This design comes from an exercise in tuning for small area, a short achievable clock period and few clock cycles per item on the open sky130 flow, not from production work. The RTL was checked by simulation tests, not by an equivalence proof against the original design.

## flow/config.mk

```make
export PLATFORM = sky130hd
export DESIGN_NAME = dose_pulse_engine
export DESIGN_NICKNAME = dose_pulse_engine
export VERILOG_FILES = /design/flow/design.v
export SDC_FILE = /design/flow/constraint.sdc
export NUM_CORES = 4
export LEC_CHECK = 0
export CAP_MARGIN = 20
export CORE_MARGIN = 2
export CORE_UTILIZATION = 40
export PLACE_DENSITY = 0.6
export SLEW_MARGIN = 20
```

## flow/constraint.sdc

```tcl
create_clock -name core_clock -period 12.0 [get_ports {clk}]
set_input_delay 2.4000 -clock core_clock [delete_from_list [all_inputs] [get_ports {clk}]]
set_output_delay 2.4000 -clock core_clock [all_outputs]
set_load 0.01 [all_outputs]
```

## flow/design.v

```verilog
module seq_divider #(
    parameter NW = 42,
    parameter DW = 16
) (
    input  wire          clk,
    input  wire          rst,
    input  wire          start,
    input  wire [NW-1:0] num,
    input  wire [DW-1:0] den,
    output reg  [NW-1:0] q,
    output reg           done
);
    reg [DW-1:0]  d;
    reg [DW:0]    rem;
    reg [NW-1:0]  n;
    reg [6:0]     cnt;
    reg           busy;
    wire [DW:0] trial = {rem[DW-1:0], n[NW-1]};
    wire        ge    = trial >= {1'b0, d};
    always @(posedge clk) begin
        if (rst) begin
            busy <= 1'b0;
            done <= 1'b0;
            cnt  <= 7'd0;
            rem  <= {(DW+1){1'b0}};
            q    <= {NW{1'b0}};
            n    <= {NW{1'b0}};
            d    <= {DW{1'b0}};
        end else begin
            done <= 1'b0;
            if (start) begin
                busy <= 1'b1;
                cnt  <= NW[6:0];
                rem  <= {(DW+1){1'b0}};
                n    <= num;
                d    <= den;
                q    <= {NW{1'b0}};
            end else if (busy) begin
                rem <= ge ? (trial - {1'b0, d}) : trial;
                q   <= {q[NW-2:0], ge};
                n   <= {n[NW-2:0], 1'b0};
                cnt <= cnt - 7'd1;
                if (cnt == 7'd1) begin
                    busy <= 1'b0;
                    done <= 1'b1;
                end
            end
        end
    end
endmodule
module dose_pulse_engine (
    input  wire        clk,
    input  wire        rst,
    input  wire        in_valid,
    output wire        in_ready,
    input  wire [15:0] dose,         
    input  wire [16:0] stitch,       
    input  wire        lead,         
    input  wire        last,         
    input  wire [7:0]  weight,       
    input  wire [15:0] w_lead,       
    input  wire [15:0] w_trim,       
    input  wire [6:0]  lead_share,   
    input  wire [15:0] trim_f,       
    input  wire [23:0] carry_in,     
    input  wire [31:0] cal,          
    input  wire [13:0] gain0,        
    input  wire [13:0] gain1,
    input  wire [13:0] gain2,
    input  wire [13:0] cap,          
    input  wire [7:0]  min_width,    
    output wire        out_valid,
    input  wire        out_ready,
    output reg  [15:0] word,         
    output reg  [23:0] carry_out,    
    output reg  [29:0] delivered,    
    output reg  [34:0] deficit,      
    output reg         cap_hit       
);
    localparam S_IDLE     = 4'd0;
    localparam S_PRE      = 4'd1;    
    localparam S_LEAD_GO  = 4'd2;    
    localparam S_LEAD     = 4'd3;
    localparam S_TRIM     = 4'd4;    
    localparam S_SHARE_GO = 4'd5;    
    localparam S_SHARE    = 4'd6;
    localparam S_LVL      = 4'd7;    
    localparam S_WID      = 4'd8;    
    localparam S_FIN1     = 4'd9;    
    localparam S_FIN2     = 4'd10;   
    localparam S_FIN3     = 4'd11;   
    localparam S_OUT      = 4'd12;
    reg [3:0] state;
    reg [15:0] r_dose;
    reg [16:0] r_stitch;
    reg        r_lead, r_last;
    reg [7:0]  r_weight;
    reg [15:0] r_wl, r_wt;
    reg [6:0]  r_ls;
    reg [15:0] r_f;
    reg [23:0] r_carry;
    reg [31:0] r_cal;
    reg [13:0] r_g0, r_g1, r_g2;
    reg [13:0] r_cap;
    reg [7:0]  r_mw;
    reg [31:0] d_u;
    reg [31:0] d_lead;
    reg [33:0] t_trim;
    reg [34:0] e;
    reg [15:0] rate0, rate1, rate2;
    reg [2:0]  lvl_try;      
    reg [13:0] wid_q;
    reg [13:0] wid;
    reg [15:0] rate_sel;     
    reg        half_mw_r;
    reg         div_start;
    reg  [41:0] div_num;
    reg  [15:0] div_den;
    wire [41:0] div_q;
    wire        div_done;
    seq_divider #(.NW(42), .DW(16)) u_div (
        .clk(clk), .rst(rst), .start(div_start),
        .num(div_num), .den(div_den), .q(div_q), .done(div_done)
    );
    wire [6:0]  ls_eff = (r_wt == 16'd0) ? 7'd100 :
                         (r_wl == 16'd0) ? 7'd0 : r_ls;
    wire [15:0] f_eff  = (r_wl == 16'd0) ? 16'h4000 : r_f;
    wire [31:0] d_trim = d_u - d_lead;
    wire [47:0] t_full = {16'd0, d_trim} * {32'd0, f_eff};
    wire [15:0] rate_raw = r_cal[15:0];
    wire [7:0]  ton_raw  = r_cal[23:16];
    wire        retired  = r_cal[25];
    wire [29:0] rate0_full = {14'd0, rate_raw} * {16'd0, r_g0};
    wire [29:0] rate1_full = {14'd0, rate_raw} * {16'd0, r_g1};
    wire [29:0] rate2_full = {14'd0, rate_raw} * {16'd0, r_g2};
    reg [15:0] rate_try;
    always @(*) begin
        case (lvl_try)
            3'd0:    rate_try = rate0;
            3'd1:    rate_try = rate1;
            3'd2:    rate_try = rate2;
            default: rate_try = rate_raw;
        endcase
    end
    wire [8:0]  ton_r = {1'b0, ton_raw} + 9'd2;
    wire [6:0]  ton   = ton_r[8:2];    
    wire [13:0] wmax  = (r_cap > {7'd0, ton}) ? (r_cap - {7'd0, ton}) : 14'd0;
    wire        suppressed = retired || (rate_raw == 16'd0);
    wire        capped_lvl = (lvl_try == 3'd4);
    wire [1:0]  lvl        = capped_lvl ? 2'd3 : lvl_try[1:0];
    wire [13:0] wid_fit    = capped_lvl ? wmax : wid_q;
    wire [35:0] two_e      = {e, 1'b0};
    wire [23:0] mw_rate    = r_mw * rate_try;
    wire        half_mw    = two_e >= {12'd0, mw_rate};    
    wire        below_mw   = wid_fit < {6'd0, r_mw};
    wire [13:0] wid_next   = !below_mw ? wid_fit :
                             (r_last && half_mw && wmax >= {6'd0, r_mw}) ? {6'd0, r_mw} : 14'd0;
    wire [29:0] used     = wid * rate_sel;
    wire [35:0] left     = {1'b0, e} - {6'd0, delivered};    
    wire        left_neg = left[35];
    wire        def_cond = capped_lvl || (wid == 14'd0 && half_mw_r);
    function [23:0] to_carry;
        input [35:0] u;
        reg   [35:0] c;
        begin
            c = (u + 36'd128) >> 8;
            to_carry = (c > 36'hFF_FFFF) ? 24'hFF_FFFF : c[23:0];
        end
    endfunction
    assign in_ready  = (state == S_IDLE);
    assign out_valid = (state == S_OUT);
    always @(posedge clk) begin
        if (rst) begin
            state     <= S_IDLE;
            div_start <= 1'b0;
            div_num   <= 42'd0;
            div_den   <= 16'd0;
            d_u       <= 32'd0;
            d_lead    <= 32'd0;
            t_trim    <= 34'd0;
            e         <= 35'd0;
            rate0     <= 16'd0;
            rate1     <= 16'd0;
            rate2     <= 16'd0;
            lvl_try   <= 3'd0;
            wid_q     <= 14'd0;
            wid       <= 14'd0;
            rate_sel  <= 16'd0;
            half_mw_r <= 1'b0;
            word      <= 16'd0;
            carry_out <= 24'd0;
            delivered <= 30'd0;
            deficit   <= 35'd0;
            cap_hit   <= 1'b0;
        end else begin
            div_start <= 1'b0;
            case (state)
                S_IDLE: begin
                    if (in_valid) begin
                        r_dose   <= dose;
                        r_stitch <= stitch;
                        r_lead   <= lead;
                        r_last   <= last;
                        r_weight <= weight;
                        r_wl     <= w_lead;
                        r_wt     <= w_trim;
                        r_ls     <= lead_share;
                        r_f      <= trim_f;
                        r_carry  <= carry_in;
                        r_cal    <= cal;
                        r_g0     <= gain0;
                        r_g1     <= gain1;
                        r_g2     <= gain2;
                        r_cap    <= cap;
                        r_mw     <= min_width;
                        state    <= S_PRE;
                    end
                end
                S_PRE: begin
                    d_u   <= r_dose * r_stitch;
                    rate0 <= rate0_full[29:14];
                    rate1 <= rate1_full[29:14];
                    rate2 <= rate2_full[29:14];
                    state <= S_LEAD_GO;
                end
                S_LEAD_GO: begin
                    div_start <= 1'b1;
                    div_num   <= {10'd0, d_u} * {35'd0, ls_eff};
                    div_den   <= 16'd100;
                    state     <= S_LEAD;
                end
                S_LEAD: begin
                    if (div_done) begin
                        d_lead <= div_q[31:0];
                        state  <= S_TRIM;
                    end
                end
                S_TRIM: begin
                    t_trim <= t_full[47:14];
                    state  <= S_SHARE_GO;
                end
                S_SHARE_GO: begin
                    div_start <= 1'b1;
                    if (r_lead) begin
                        div_num <= {10'd0, d_lead} * {34'd0, r_weight} + {27'd0, r_wl[15:1]};
                        div_den <= r_wl;
                    end else begin
                        div_num <= {8'd0, t_trim} * {34'd0, r_weight} + {27'd0, r_wt[15:1]};
                        div_den <= r_wt;
                    end
                    state <= S_SHARE;
                end
                S_SHARE: begin
                    if (div_done) begin
                        e       <= div_q[34:0] + {3'd0, r_carry, 8'd0};
                        lvl_try <= 3'd0;
                        state   <= S_LVL;
                    end
                end
                S_LVL: begin
                    if (suppressed) begin
                        word      <= 16'd0;
                        delivered <= 30'd0;
                        cap_hit   <= 1'b0;
                        if (r_last) begin
                            carry_out <= 24'd0;
                            deficit   <= e;
                        end else begin
                            carry_out <= to_carry({1'b0, e});
                            deficit   <= 35'd0;
                        end
                        state <= S_OUT;
                    end else if (lvl_try == 3'd4) begin
                        state <= S_FIN1;
                    end else if (rate_try == 16'd0) begin
                        lvl_try <= lvl_try + 3'd1;
                    end else begin
                        div_start <= 1'b1;
                        div_num   <= {7'd0, e};
                        div_den   <= rate_try;
                        state     <= S_WID;
                    end
                end
                S_WID: begin
                    if (div_done) begin
                        wid_q <= div_q[13:0];
                        if (div_q <= {28'd0, wmax})
                            state <= S_FIN1;
                        else begin
                            lvl_try <= lvl_try + 3'd1;
                            state   <= S_LVL;
                        end
                    end
                end
                S_FIN1: begin
                    wid       <= wid_next;
                    rate_sel  <= rate_try;
                    half_mw_r <= half_mw;
                    state     <= S_FIN2;
                end
                S_FIN2: begin
                    word      <= (wid == 14'd0) ? 16'd0 : {lvl, wid + {7'd0, ton}};
                    delivered <= used;
                    state     <= S_FIN3;
                end
                S_FIN3: begin
                    if (r_last) begin
                        carry_out <= 24'd0;
                        cap_hit   <= def_cond;
                        deficit   <= def_cond ? left[34:0] : 35'd0;
                    end else begin
                        carry_out <= to_carry(left_neg ? 36'd0 : left);
                        cap_hit   <= 1'b0;
                        deficit   <= 35'd0;
                    end
                    state <= S_OUT;
                end
                S_OUT: begin
                    if (out_ready)
                        state <= S_IDLE;
                end
                default: state <= S_IDLE;
            endcase
        end
    end
endmodule
```

## flow/run.sh

```bash
#!/bin/bash
# synth_recipe.tcl (not shown) runs the flow's synth.tcl, then flattens the netlist and writes it again
# the make line also repeats each setting of config.mk as NAME=value (left out here)
make -C /OpenROAD-flow-scripts/flow DESIGN_CONFIG=/design/flow/config.mk WORK_HOME=/design/flow/orfs CLKGATE_MAP_FILE= SYNTH_SCRIPT=/design/flow/synth_recipe.tcl finish
```

==> run_results.csv <==
group,metric,value,unit
global_route,grt_pass1_vias,91380,
global_route,track_usage,0.2404,
place,postPlaceCellArea,121900,um2
synth,synth_cell_type_count,99,
synth,async_flop_share,0,
cts,post_cts_buffers,0,
detailed_routing,final_antenna_net_count,0,
synth,ys_ff_latch,733,
detailed_routing,wl,347.8,mm
min_path,hold_path_class,"register to register",
worst_setup_path,crit_cells,37,
worst_setup_path,worst_r2r_endpoint,"t_trim[32]$_SDFFE_PP0P_",
global_route,globalRouteMet3Util,0.04736,
worst_setup_path,cpLargestDelayFamily,"compound AO/OA/AOI/OAI gates",
global_route,overflow,0,
layout,multi_input_area,87680,um2
cts,cts_max_level,3,
timing,final_min_period_over_clock_period,0.9059,
layout,fin_util,0.4387,
detailed_routing,dr.pass1.iters,8,
worst_setup_path,r2r_slack,1130,ps
global_route,grt_max_degree,163,
timing,setup_viol,0,
synth,synth_cells,13190,
cts,cts_root_buffer,"clkbuf_16",
layout,regArea,16780,um2
timing,hold_viol_final,0,
global_route,antenna_found_initial,27,
detailed_routing,drtIter0Drc,6983,
layout,fill_cells,28150,
global_route,use_met1,0.3393,
place,port_buffers,321,
cts,clk_latency,870,ps
timing,relSlewSlack,0.2242,
worst_setup_path,cp.required,12790,ps
timing,tightestPinTransition,1155,ps
worst_setup_path,endpoint_kind,"register",
timing,timing.fmax,91.99,MHz
worst_setup_path,crit_buf_inv,4,
detailed_routing,routed_via_density,5.292,
timing,drv_slew,0,
die,rows,196,
run,drv_cap,0,
cts,path_clk_slew,60,ps
cts,cts_tree,"built",
detailed_routing,drc,0,
cts,cts_resized,0,
synth,synth_warnings,2,
layout,design_area,125300,um2
worst_setup_path,worst-path-max-fanout,10,
cts,cts_sinks,733,
layout,drive_gt1_frac,0.03432,
cts,numCtsBuffers,100,
worst_setup_path,crit_start,"d_lead[0]$_SDFFE_PP0P_",
worst_setup_path,critPathKind,"register to register",
synth,synth-edff-count,210,
die,core_area,285700,um2
timing,tns,0,ps
worst_setup_path,reg2reg_from,"d_lead[0]$_SDFFE_PP0P_",
synth,synth_area_per_cell,8.727,um2
layout,finalNetCount,16260,
synth,synth_ff_type,"dfxtp_1",
worst_setup_path,crit_slowest_cell,"dfxtp_1",
die,die_w,540.4,um
worst_setup_path,cp_common_cell,"fa_1",
worst_setup_path,crit_path_end,"t_trim[32]$_SDFFE_PP0P_",
global_route,top_usage_layer,"met2",
die,pin_count,330,
global_route,grt_pass1_wl,547.9,mm
global_route,met2_usage,0.3653,
worst_setup_path,critical_path_arrival,11660,ps
synth,syn_nets,16360,
worst_setup_path,r2r_cells,37,
die,start_util,0.4028,
place,dp_hpwl,268.5,mm
timing,period_minus_slack,10870,ps
timing,rsz0062_at_grt,"false",
synth,yosysSeqAreaShare,0.1458,
die,dieHeight,540.4,um
timing,finalClockSkew,108.2,ps
worst_setup_path,critPathLaunchType,"register",
die,dieArea,292000,um2
place,place.gp.congestion,0.9302,
cts,ctsHoldBuffers,0,
detailed_routing,wl_per_cell,20.53,um
worst_setup_path,crit_path_max_incr_delay,710,ps
cts,cts_buffer_depth,4,
layout,area_growth,8.914,%
run_status,outcome,"timing/DRC/antenna clean",
synth,netlist_area,115100,um2
detailed_routing,num_vias,89660,
area by class of cell:
| type | instances | area share |
|---|---|---|
| well taps | 3762 | 0.03756 |
| multi-input cells | 9585 | 0.6996 |
| repair buffers | 518 | 0.03777 |
| inverters | 2152 | 0.06445 |
| flip-flops and latches | 733 | 0.1339 |
| clock buffers | 133 | 0.02295 |
| clock inverters | 49 | 0.003584 |
| diodes | 10 | 0.0001997 |
worst min path at each step:
stage                          startpoint  depth (start not counted)                          to  slack (ps)
6_report        carry_out[9]$_SDFFE_PP0P_                          2   carry_out[9]$_SDFFE_PP0P_         450
5_1_grt         carry_out[9]$_SDFFE_PP0P_                          2   carry_out[9]$_SDFFE_PP0P_         460
4_1_cts         carry_out[9]$_SDFFE_PP0P_                          2   carry_out[9]$_SDFFE_PP0P_         450
3_5_place_dp    carry_out[9]$_SDFFE_PP0P_                          2   carry_out[9]$_SDFFE_PP0P_         440
3_3_place_gp   carry_out[23]$_SDFFE_PP0P_                          2  carry_out[23]$_SDFFE_PP0P_         430
2_1_floorplan       rate0[1]$_SDFFE_PP0P_                          2       rate0[1]$_SDFFE_PP0P_         430
metal layers:
metal,vias up,part of all wire
li1,41330,-
met1,44680,0.45
met2,3089,0.43
met3,542,0.081
met4,14,0.040
met5,-,0.00030
through the flow:
| stage | std cells | setup WS [ps] | hold WS (ps) |
|---|---|---|---|
| 2_1_floorplan | 13190 | 2695 | 431.3 |
| 3_3_place_gp | 16750 | 1272 | 429.0 |
| 3_5_place_dp | 16750 | 1264 | 438.8 |
| 4_1_cts | 16930 | 1199 | 446.9 |
| 5_1_grt | 16940 | 487.2 | 458.6 |
| 6_report | 16940 | 1129 | 449.4 |
layout by cell type (no fill, tap or decap), drive strengths merged, types with 45 or more instances in the layout:
cell	instances
a211oi	56
nand4	56
edfxtp	210
mux2i	114
and2	873
xor2	137
or3	45
buf	198
nor4	45
a21o	181
nor3	132
nor2b	109
nand2	2171
a221oi	67
ha	1027
a21oi	617
nand3	112
nor2	626
and3	105
o21a	67
xnor2	261
fa	1922
o21ai	288
o21bai	50
nand2b	55
clkbuf	133
dfxtp	523
inv	2167
clkdlybuf4s50	320
Yosys cell counts (37+ instances only):
cell type,n,share of area
clkbuf_1,648,0.021
a31oi_1,39,0.0021
mux2i_1,114,0.0099
a22oi_1,39,0.0025
buf_1,59,0.0019
dfxtp_1,523,0.091
o21bai_1,50,0.0033
nand4_1,56,0.0030
o21a_1,67,0.0044
a221oi_1,66,0.0050
a21o_1,181,0.012
nand3_1,112,0.0049
a211oi_1,55,0.0036
edfxtp_1,210,0.055
and3_1,105,0.0057
o21ai_0,273,0.012
inv_1,2152,0.070
fa_1,1922,0.33
xnor2_1,261,0.020
and2_1,870,0.047
xor2_1,137,0.010
nor3_1,131,0.0057
a21oi_1,613,0.027
nor2b_1,109,0.0059
o211ai_1,37,0.0024
nor4_1,43,0.0023
ha_1,1027,0.11
or3_1,44,0.0024
nand2b_1,55,0.0030
nand2_1,2171,0.071
nor2_1,626,0.020
tightest hold or removal path: stages, from the launching register on:
cell and delay [ps]:
dfxtp_1 320, nand2_1 50, nand2_1 40
logic make-up after synthesis:
group                      Yosys count  synth area share
muxes                              117           0.01021
and+or+nand+nor                   4413            0.1777
adders and majority gates         2949            0.4460
xor gates and xnor gates           398           0.03029
AOI/OAI and AO/OA                 1708           0.09622
DFF                                733            0.1458
buffers and inverters             2868           0.09373
state kept, by name (all words and copies together), names as in the netlist, 30 cells and up:
name,flops
d_u,32
div_num,42
e,35
u_div.q,42
deficit,35
t_trim,34
delivered,30
u_div.n,42
d_lead,32
Testbench counts, summed over its fixed seeds: cycles 576,542, items 3,200.

[re-timing with driven ports]
Ports are ideal in the flow. The routed layout listed here was re-timed in OpenROAD. Step 1: set_driving_cell puts a clkbuf_16 on clk and a buf_2 on each other input, an assumption about the parent block. Step 2, shift: input delay + t, output delay - t, t = (earliest + latest rising clock arrival at the registers) / 2. This alone moves slack from input paths to output paths. a / b / c = ideal / step 1 / step 2; a / b = the first two.
t (ns): 0.919
setup slack, ns: 1.129 / 1.129 / 1.129
latest minus earliest clock arrival (ns): 0.109 / 0.108
After both steps setup and hold are still met in this run. The setup slack of this run moves by 0.000 ns with the drivers and by 0.000 ns with both steps.
